What follows belongs to an exercise in optimizing a design on an open flow for small area and a short achievable clock period; a production flow would make more cautious choices. In this exercise RTL edits were held to simulation tests only and were not proved equivalent to the original. Power is estimated from default activity; no workload was simulated.

before:
==> flow/design.v (excerpt) <==
module zasyn_rx (
    input  wire        clk,
    input  wire        rst,           
    input  wire [1:0]  pol_mode,      
    input  wire        in_valid,
    input  wire [1:0]  in_hdr,        
    input  wire [63:0] in_data,       
    output reg         o_valid,
    output reg  [1:0]  o_kind,        
    output reg  [63:0] o_data,
    output wire [9:0]  o_row,
    output wire [6:0]  o_blk,
    output reg         o_hdr_err,
    output reg         o_bip_valid,
    output reg  [4:0]  o_bip_errs,
    output reg         frame_lock,
    output reg         lom,
    output reg         pol_inv,
    output wire [6:0]  exp_mfi,
    output wire [6:0]  exp_sfi,
    output wire [2:0]  cand_cnt,
    output wire [15:0] cnt_missing,
    output wire [15:0] cnt_moves,
    output wire [15:0] cnt_ignored,
    output wire [15:0] cnt_disagree,
    output wire [15:0] cnt_hdr_err,
    output wire [15:0] cnt_bip
);
Size: about 2,300 cells after synthesis, ~420 flip-flops, roughly 23,000 µm² of cells after synthesis.
export LEC_CHECK = 0
export CAP_MARGIN = 20
export CORE_MARGIN = 2
export CORE_UTILIZATION = 60
export CTS_CLUSTER_DIAMETER = 80
export CTS_CLUSTER_SIZE = 25
export PLACE_DENSITY = 0.75
export SETUP_SLACK_MARGIN = 5
export SLEW_MARGIN = 20
create_clock -name core_clock -period 10.0 [get_ports {clk}]
standard.sh (not shown) runs the stock make flow with config.mk's settings and CLKGATE_MAP_FILE= SYNTH_SCRIPT=/design/flow/synth_recipe.tcl, a recipe that flattens the netlist after the stock synthesis.
==> flow/flow/run.sh <==
#!/bin/bash
# Layout flow: the standard flow (standard.sh, standard synthesis) with
# every port buffered by sky130_fd_sc_hd__buf_1 instead of the buffer
# buffer_ports picks by default. The make output goes to flow_make.log here;
# ORFS's own per-step logs are under orfs/logs/.
set -euo pipefail
bash standard.sh "BUFFER_PORTS_ARGS=-buffer_cell sky130_fd_sc_hd__buf_1" SETUP_SLACK_MARGIN=5.4 finish > flow_make.log 2>&1
## Diff of input files: after against before
- SETUP_SLACK_MARGIN now 4.6, was 5
-- flow/flow/run.sh --
<<< before, line 7
bash standard.sh "BUFFER_PORTS_ARGS=-buffer_cell sky130_fd_sc_hd__buf_1" SETUP_SLACK_MARGIN=5.4 finish > flow_make.log 2>&1
>>> after, line 7
bash standard.sh "BUFFER_PORTS_ARGS=-buffer_cell sky130_fd_sc_hd__buf_1" finish > flow_make.log 2>&1
Cell area, after and before, lower one = after.
On power, before loses to after.
In the reports for after and before, the smaller portion of the clock cycle consumed by the worst path in the final layout belongs to before.
Fraction of standard cell area in multi-input logic across after and before: no real change.
Cell at the slowest stage of the critical path = or4_1: after; cell at the slowest stage of the critical path = dfxtp_4: before
Changes observed in after relative to before: peak clock frequency supported by timing went down, net switching power went down, area added between synthesis and finish went down.

zasyn_rx again, from the RTL that the note above started with.
export LEC_CHECK = 0
export CAP_MARGIN = 20
export CORE_MARGIN = 2
export CORE_UTILIZATION = 40
export PLACE_DENSITY = 0.6
export SETUP_SLACK_MARGIN = 5
export SLEW_MARGIN = 20
create_clock -name core_clock -period 10.0 [get_ports {clk}]
==> flow/flow/run.sh <==
#!/bin/bash
# Layout flow: the standard flow (standard.sh, standard synthesis) with
# every port buffered by sky130_fd_sc_hd__buf_1 instead of the buffer
# buffer_ports picks by default. The make output goes to flow_make.log here;
# ORFS's own per-step logs are under orfs/logs/.
set -euo pipefail
bash standard.sh "BUFFER_PORTS_ARGS=-buffer_cell sky130_fd_sc_hd__buf_1" finish > flow_make.log 2>&1
Edit:
- CORE_UTILIZATION: 40 -> 60
- CTS_CLUSTER_DIAMETER: default -> 80
- CTS_CLUSTER_SIZE: default -> 25
- PLACE_DENSITY: 0.6 -> 0.75
Worst hold slack improves by 0.011 ns.
Final cell count drops by 9.5%.
Sequential cell count stays the same.
Final area decreases by 5.0%.
Total power shrinks by 13%.
Worst setup slack degrades by 0.048 ns.
Sequential power stays flat.
Sequential share of layout area climbs by 1.9 points.
Edit:
- CORE_UTILIZATION: 60 -> 75
- PLACE_DENSITY: 0.75 -> 0.85
=>
- final area hardly moves
- synthesized area does not change
- final cell count shrinks by a few percent
Edit:
- CORE_UTILIZATION: 75 -> 60
- CTS_CLUSTER_DIAMETER: 80 -> default
- CTS_CLUSTER_SIZE: 25 -> default
- PLACE_DENSITY: 0.85 -> 0.75
After rerunning: Final cell count increases by 4.8%; total power increases by 13%; maximum frequency increases by 2.1%; design area increases by 3.0%; sequential power is about the same; area after synthesis does not change; clock skew increases by 0.0045 ns; critical path depth decreases by 3; global-route usage decreases by 9.9 points.

==> afterwards: timing with drivers on the ports <==
No port has a modelled driver above. Below, the same layouts with a new extraction and two added sets of constraints. Step 1 (the two cells are an assumption about what drives the block):
set clk [get_ports {clk}]
set_driving_cell -lib_cell sky130_fd_sc_hd__clkbuf_16 $clk
set_driving_cell -lib_cell sky130_fd_sc_hd__buf_2 [delete_from_list [all_inputs] $clk]
Step 2 adds t to the input delays and takes it off the output delays; t is the mean of the earliest and latest rising clock arrival at the registers after step 1. Input paths then give back, and output paths get back, about the clock's delay inside the block. Slacks: no drivers / after step 1 / after step 2; pairs: no drivers / after step 1.
run	t (ns)	setup slack, ns	clock arrival spread, ns
before	0.635	4.967 / 4.910 / 4.601	0.026 / 0.025
after	0.651	4.581 / 4.612 / 3.962	0.046 / 0.047
the first run of note 2	0.649	4.977 / 5.013 / 4.364	0.046 / 0.046
the second run of note 2	0.641	4.929 / 4.964 / 4.323	0.040 / 0.040
the third run of note 2	0.621	4.913 / 4.882 / 4.300	0.028 / 0.029
the fourth run of note 2	0.633	5.017 / 5.030 / 4.422	0.033 / 0.033
After both steps setup and hold are still met in every run listed. For after, which loses most, drivers alone change the setup slack by +0.031 ns; drivers and shift together by -0.619 ns.
